This is an optimization exercise on Yosys and OpenROAD, whose aim is small area, not a production implementation.
Only simulation tests tie the RTL to the original design; equivalence was not proved.
Power and IR drop assume default switching activity.

== exp/pepper ==
==> module rng_health, before the edit <==
module rng_health (
  input  wire        clk,
  input  wire        rst,         
  input  wire        sample,      
  input  wire [3:0]  bits,        
  input  wire [3:0]  src_en,      
  input  wire        restart,     
  input  wire        tick,        
  output wire [7:0]  state,       
  output wire [7:0]  last_fail,   
  output wire [63:0] fails,       
  output wire [63:0] bias,        
  output wire [63:0] corr         
);
  localparam [1:0] S_DIS = 2'd0, S_TEST = 2'd1, S_OK = 2'd2, S_RET = 2'd3;
  reg [1:0] phase;      
  reg       pend;       
  reg       act;        
  reg       wrst;       
  reg [3:0] lb, le;     
  reg       lrs, ltk;   
  always @(posedge clk) begin
    if (rst) begin
      phase <= 2'd0; pend <= 1'b1; act <= 1'b0; wrst <= 1'b1;
    end else begin
      phase <= phase + 2'd1;
      if (sample) begin
        pend <= 1'b1;
        lb <= bits; le <= src_en; lrs <= restart; ltk <= tick;
      end
      if (phase == 2'd3) begin
        act <= pend | sample;
        pend <= 1'b0;
        if (act) wrst <= 1'b0;    
      end
    end
  end
  localparam IW = 72;
  localparam OW = 20;
  reg [IW-1:0] i0, i1, i2, i3;
  reg [OW-1:0] o0, o1, o2, o3;
  wire [IW-1:0] i_nx;
  wire [OW-1:0] o_nx;
  always @(posedge clk) begin
    i0 <= i1; i1 <= i2; i2 <= i3; i3 <= i_nx;
    if (act) begin
      o0 <= o1; o1 <= o2; o2 <= o3; o3 <= o_nx;
    end
  end
  wire [3:0]  a1 = i0[71:68];
  wire [3:0]  a2 = i0[67:64];
  wire        pv = i0[63];
  wire [5:0]  run = i0[62:57];
  wire [9:0]  ca = i0[56:47];
  wire [9:0]  cb = i0[46:37];
  wire        fg = i0[36];
  wire [11:0] ec = i0[35:24];
  wire [11:0] eo = i0[23:12];
  wire [11:0] ee = i0[11:0];
  wire [1:0]  st = o0[19:18];
  wire [1:0]  lf = o0[17:16];
  wire [15:0] fl = o0[15:0];
  wire b  = lb[phase];
  wire e  = le[phase];
  wire rs = lrs;
  wire tk = ltk;
  wire       st_dis = (st == S_DIS);
  wire       go     = act && !wrst;                          
  wire       start  = go && e && (rs || st_dis);             
  wire       test   = go && e && !rs && st == S_TEST;
  wire       ok     = go && e && !rs && st == S_OK;
  wire       clr    = act && wrst;                           
  wire       rs_g   = go && rs;
  wire       tk_g   = go && tk;
  wire       off    = go && !e;
  wire [3:0] a1t = (tk_g && a1 != 4'd15) ? a1 + 4'd1 : a1;
  wire [3:0] a2t = (tk_g && a2 != 4'd15) ? a2 + 4'd1 : a2;
  wire       retire = (a2t < 4'd10);
  wire       eqb  = (b == pv);
  wire       keep = !go || (!start && run != 6'd0 && eqb);
  wire [5:0] run_inc = (keep ? run : 6'd0) + {5'd0, go};
  wire       rep  = go && keep && run == 6'd60;
  wire       pos0 = (ca == 10'd0);
  wire [9:0] ca_inc = (start ? 10'd0 : ca) + {9'd0, go};
  wire       cb_clr = start || (ok && pos0);
  wire       cb_bit = ok ? (pos0 || b == fg) : (go && b);
  wire [9:0] cb_inc = (cb_clr ? 10'd0 : cb) + {9'd0, cb_bit};
  wire       su_end = test && ca == 10'd999;
  wire       su_bad = fg | rep;
  wire       su_pass = !su_bad && cb_inc >= 10'd250 && cb_inc <= 10'd750;
  wire       pass = su_end && su_pass;
  wire       f_su  = su_end && !su_pass;
  wire       f_rep = ok && rep;
  wire       f_apt = ok && !rep && cb_inc == 10'd840;
  wire       fail = f_su || f_rep || f_apt;
  wire       hclr = clr || fail;
  wire [5:0] run_n = (hclr || pass) ? 6'd0 : run_inc;
  wire [9:0] ca_n  = (hclr || pass) ? 10'd0 : ca_inc;
  wire [9:0] cb_n  = hclr ? 10'd0 : cb_inc;
  wire       fg_n  = (hclr || start) ? 1'b0 : (ok ? (pos0 ? b : fg) : su_bad);
  wire [3:0] a1_n  = (clr || rs_g) ? 4'd15 : (fail ? 4'd0 : a1t);
  wire [3:0] a2_n  = (clr || rs_g) ? 4'd15 : (fail ? a1t : a2t);
  wire [1:0] st_n = wrst ? S_TEST :
                    !e ? S_DIS :
                    fail ? (retire ? S_RET : S_TEST) :
                    start ? S_TEST :
                    pass ? S_OK : st;
  wire [1:0] lf_n = wrst ? 2'd0 : f_su ? 2'd1 : f_rep ? 2'd2 : f_apt ? 2'd3 : lf;
  wire [15:0] fl_inc = fl + {15'd0, fail && fl != 16'hFFFF};
  wire [15:0] fl_n = wrst ? 16'd0 : fl_inc;
  wire        blk_end = go && e && ec == 12'hFFF;
  wire        est_clr = clr || off || blk_end;
  wire [11:0] ec_inc = ec + {11'd0, go};
  wire [12:0] eo_inc = {1'b0, eo} + {12'd0, go && b};
  wire [11:0] ee_inc = ee + {11'd0, go && eqb && ec != 12'd0};
  wire [11:0] ec_n = (clr || off) ? 12'd0 : ec_inc;
  wire [11:0] eo_n = est_clr ? 12'd0 : eo_inc[11:0];
  wire [11:0] ee_n = est_clr ? 12'd0 : ee_inc;
  wire [11:0] bh_n = wrst ? 12'd0 : (eo_inc[12] ? 12'hFFF : eo_inc[11:0]);
  wire        bs_n = !wrst && eo_inc[12];
  wire        cpos = ee_inc[11];
  wire [3:0]  clo  = {cpos, ee_inc[10:8]} + {3'd0, !cpos && ee_inc[10:0] != 11'd0};
  wire [15:0] cval = {~cpos, ee_inc[10:0], clo};
  wire [15:0] cr_n = wrst ? 16'd0 : cval;
  wire        est_ld = clr || blk_end;    
  wire [IW-1:0] i_upd = {a1_n, a2_n, act ? b : pv, run_n, ca_n, cb_n, fg_n, ec_n, eo_n, ee_n};
  wire [OW-1:0] o_upd = {st_n, lf_n, fl_n};
  assign i_nx = i_upd;
  assign o_nx = o_upd;
  genvar s;
  generate
    for (s = 0; s < 4; s = s + 1) begin : g_est
      reg [11:0] bh_r;
      reg        bs_r;
      reg [11:0] ch_r;    
      reg        cv_r;    
      always @(posedge clk)
        if (est_ld && phase == s) begin
          bh_r <= bh_n; bs_r <= bs_n; ch_r <= cr_n[15:4]; cv_r <= !wrst;
        end
      wire [3:0] c_lo = {~ch_r[11], ch_r[10:8]} + {3'd0, ch_r[11] && ch_r[10:0] != 11'd0};
      assign bias[16*s +: 16] = {bh_r, {4{bs_r}}};
      assign corr[16*s +: 16] = {ch_r, cv_r ? c_lo : 4'd0};
    end
  endgenerate
  assign state     = {o3[19:18], o2[19:18], o1[19:18], o0[19:18]};
  assign last_fail = {o3[17:16], o2[17:16], o1[17:16], o0[17:16]};
  assign fails     = {o3[15:0], o2[15:0], o1[15:0], o0[15:0]};
endmodule
==> flow/config.mk <==
export PLATFORM = sky130hd
export DESIGN_NAME = rng_health
export DESIGN_NICKNAME = rng_health
export VERILOG_FILES = /design/flow/design.v
export SDC_FILE = /design/flow/constraint.sdc
export NUM_CORES = 4
export LEC_CHECK = 0
export CAP_MARGIN = 20
export CORE_MARGIN = 2
export CORE_UTILIZATION = 40
export SLEW_MARGIN = 20
==> flow/constraint.sdc <==
create_clock -name core_clock -period 20.0 [get_ports {clk}]
set_input_delay 4.0000 -clock core_clock [delete_from_list [all_inputs] [get_ports {clk}]]
set_output_delay 4.0000 -clock core_clock [all_outputs]
set_load 0.01 [all_outputs]
standard.sh (not shown) runs the stock make flow with config.mk's settings and CLKGATE_MAP_FILE= SYNTH_SCRIPT=/design/flow/synth_recipe.tcl, a recipe that flattens the netlist after the stock synthesis.
==> flow/flow/run.sh <==
#!/bin/bash
# The standard layout, with each port buffered by the smallest buffer cell and
# a clock tree of larger sink clusters without dummy loads.
set -euo pipefail
export BUFFER_PORTS_ARGS="-buffer_cell sky130_fd_sc_hd__buf_1"
export CTS_ARGS="-sink_clustering_enable -repair_clock_nets -sink_clustering_size 10 -sink_clustering_max_diameter 40 -buf_list sky130_fd_sc_hd__clkbuf_4 -dont_use_dummy_load"
bash standard.sh > standard.log 2>&1
Input changes introduced in exp/zinc (baseline for comparison: exp/pepper):
diff --git a/flow/design.v b/flow/design.v
--- a/flow/design.v
+++ b/flow/design.v
@@ -13,32 +13,32 @@
   output wire [63:0] corr         
 );
   localparam [1:0] S_DIS = 2'd0, S_TEST = 2'd1, S_OK = 2'd2, S_RET = 2'd3;
   reg [1:0] phase;      
   reg       pend;       
+  reg       pend_rst;   
   reg       act;        
   reg       wrst;       
   reg [3:0] lb, le;     
   reg       lrs, ltk;   
   always @(posedge clk) begin
     if (rst) begin
-      phase <= 2'd0; pend <= 1'b1; act <= 1'b0; wrst <= 1'b1;
+      phase <= 2'd0; pend <= 1'b1; pend_rst <= 1'b1; act <= 1'b0; wrst <= 1'b1;
     end else begin
       phase <= phase + 2'd1;
       if (sample) begin
         pend <= 1'b1;
         lb <= bits; le <= src_en; lrs <= restart; ltk <= tick;
       end
       if (phase == 2'd3) begin
-        act <= pend | sample;
-        pend <= 1'b0;
-        if (act) wrst <= 1'b0;    
+        act <= pend | sample; wrst <= pend_rst;
+        pend <= 1'b0; pend_rst <= 1'b0;
       end
     end
   end
   localparam IW = 72;
-  localparam OW = 20;
+  localparam OW = 49;
   reg [IW-1:0] i0, i1, i2, i3;
   reg [OW-1:0] o0, o1, o2, o3;
   wire [IW-1:0] i_nx;
   wire [OW-1:0] o_nx;
   always @(posedge clk) begin
@@ -55,13 +55,16 @@
   wire [9:0]  cb = i0[46:37];
   wire        fg = i0[36];
   wire [11:0] ec = i0[35:24];
   wire [11:0] eo = i0[23:12];
   wire [11:0] ee = i0[11:0];
-  wire [1:0]  st = o0[19:18];
-  wire [1:0]  lf = o0[17:16];
-  wire [15:0] fl = o0[15:0];
+  wire [1:0]  st = o0[48:47];
+  wire [1:0]  lf = o0[46:45];
+  wire [15:0] fl = o0[44:29];
+  wire [11:0] bh = o0[28:17];
+  wire        bs = o0[16];
+  wire [15:0] cr = o0[15:0];
   wire b  = lb[phase];
   wire e  = le[phase];
   wire rs = lrs;
   wire tk = ltk;
   wire       st_dis = (st == S_DIS);
@@ -114,36 +117,22 @@
   wire [12:0] eo_inc = {1'b0, eo} + {12'd0, go && b};
   wire [11:0] ee_inc = ee + {11'd0, go && eqb && ec != 12'd0};
   wire [11:0] ec_n = (clr || off) ? 12'd0 : ec_inc;
   wire [11:0] eo_n = est_clr ? 12'd0 : eo_inc[11:0];
   wire [11:0] ee_n = est_clr ? 12'd0 : ee_inc;
-  wire [11:0] bh_n = wrst ? 12'd0 : (eo_inc[12] ? 12'hFFF : eo_inc[11:0]);
-  wire        bs_n = !wrst && eo_inc[12];
+  wire [11:0] bh_n = wrst ? 12'd0 : blk_end ? (eo_inc[12] ? 12'hFFF : eo_inc[11:0]) : bh;
+  wire        bs_n = wrst ? 1'b0 : blk_end ? eo_inc[12] : bs;
   wire        cpos = ee_inc[11];
   wire [3:0]  clo  = {cpos, ee_inc[10:8]} + {3'd0, !cpos && ee_inc[10:0] != 11'd0};
   wire [15:0] cval = {~cpos, ee_inc[10:0], clo};
-  wire [15:0] cr_n = wrst ? 16'd0 : cval;
-  wire        est_ld = clr || blk_end;    
+  wire [15:0] cr_n = wrst ? 16'd0 : blk_end ? cval : cr;
   wire [IW-1:0] i_upd = {a1_n, a2_n, act ? b : pv, run_n, ca_n, cb_n, fg_n, ec_n, eo_n, ee_n};
-  wire [OW-1:0] o_upd = {st_n, lf_n, fl_n};
+  wire [OW-1:0] o_upd = {st_n, lf_n, fl_n, bh_n, bs_n, cr_n};
   assign i_nx = i_upd;
   assign o_nx = o_upd;
-  genvar s;
-  generate
-    for (s = 0; s < 4; s = s + 1) begin : g_est
-      reg [11:0] bh_r;
-      reg        bs_r;
-      reg [11:0] ch_r;    
-      reg        cv_r;    
-      always @(posedge clk)
-        if (est_ld && phase == s) begin
-          bh_r <= bh_n; bs_r <= bs_n; ch_r <= cr_n[15:4]; cv_r <= !wrst;
-        end
-      wire [3:0] c_lo = {~ch_r[11], ch_r[10:8]} + {3'd0, ch_r[11] && ch_r[10:0] != 11'd0};
-      assign bias[16*s +: 16] = {bh_r, {4{bs_r}}};
-      assign corr[16*s +: 16] = {ch_r, cv_r ? c_lo : 4'd0};
-    end
-  endgenerate
-  assign state     = {o3[19:18], o2[19:18], o1[19:18], o0[19:18]};
-  assign last_fail = {o3[17:16], o2[17:16], o1[17:16], o0[17:16]};
-  assign fails     = {o3[15:0], o2[15:0], o1[15:0], o0[15:0]};
+  assign state     = {o3[48:47], o2[48:47], o1[48:47], o0[48:47]};
+  assign last_fail = {o3[46:45], o2[46:45], o1[46:45], o0[46:45]};
+  assign fails     = {o3[44:29], o2[44:29], o1[44:29], o0[44:29]};
+  assign bias      = {o3[28:17], {4{o3[16]}}, o2[28:17], {4{o2[16]}},
+                      o1[28:17], {4{o1[16]}}, o0[28:17], {4{o0[16]}}};
+  assign corr      = {o3[15:0], o2[15:0], o1[15:0], o0[15:0]};
 endmodule
Wire length of the first global-routing pass grows slightly when moving from exp/pepper to exp/zinc.
The final instance area of exp/zinc was inferior to that of exp/pepper.
Count of unique library cells instantiated by Yosys for exp/zinc is higher than for exp/pepper.
Comparing exp/zinc and exp/pepper, the lower power is on exp/pepper.
Comparing exp/pepper against exp/zinc, there is no change at all in post-cts sizing count.
On sequential share of layout area: between exp/zinc and exp/pepper, it ends up higher for exp/zinc.
The lower met2 track demand over resource in global routing of exp/zinc and exp/pepper is in exp/pepper.
exp/zinc can be clocked faster than exp/pepper.
Average via count per standard cell in exp/zinc is 0.12 higher than in exp/pepper
exp/pepper reports its type of the worst setup path as reg2out while exp/zinc reports reg2reg.
Comparing the two runs side by side, exp/zinc comes out behind exp/pepper on worst slack at placement.

re-timing with driven ports:
The flow's constraints put no driver on any port. The routed layouts listed below were extracted and timed again, unchanged, in two steps.
Step 1 sets driving cells, clkbuf_16 on the clock port and buf_2 on the other inputs (assumed; they add their load-dependent delay and slew).
Step 2 moves the port delays by t, midway between the first and last clock arrival at a register: inputs arrive t later, outputs are due t later. That takes back most of the time a late clock gives input paths.
a / b / c = no drivers / after step 1 / after step 2; a / b = the first two.
| run | t (ns) | setup WS [ns] | worst setup path at the end | worst data-port slew with drivers (ns) |
|---|---|---|---|---|
| exp/pepper | 0.706 | 13.563 / 13.517 / 14.223 | register to output | 0.07 |
| exp/zinc | 0.734 | 13.811 / 13.811 / 13.811 | register to register | 0.04 |
After both steps setup and hold are still met in every run listed.
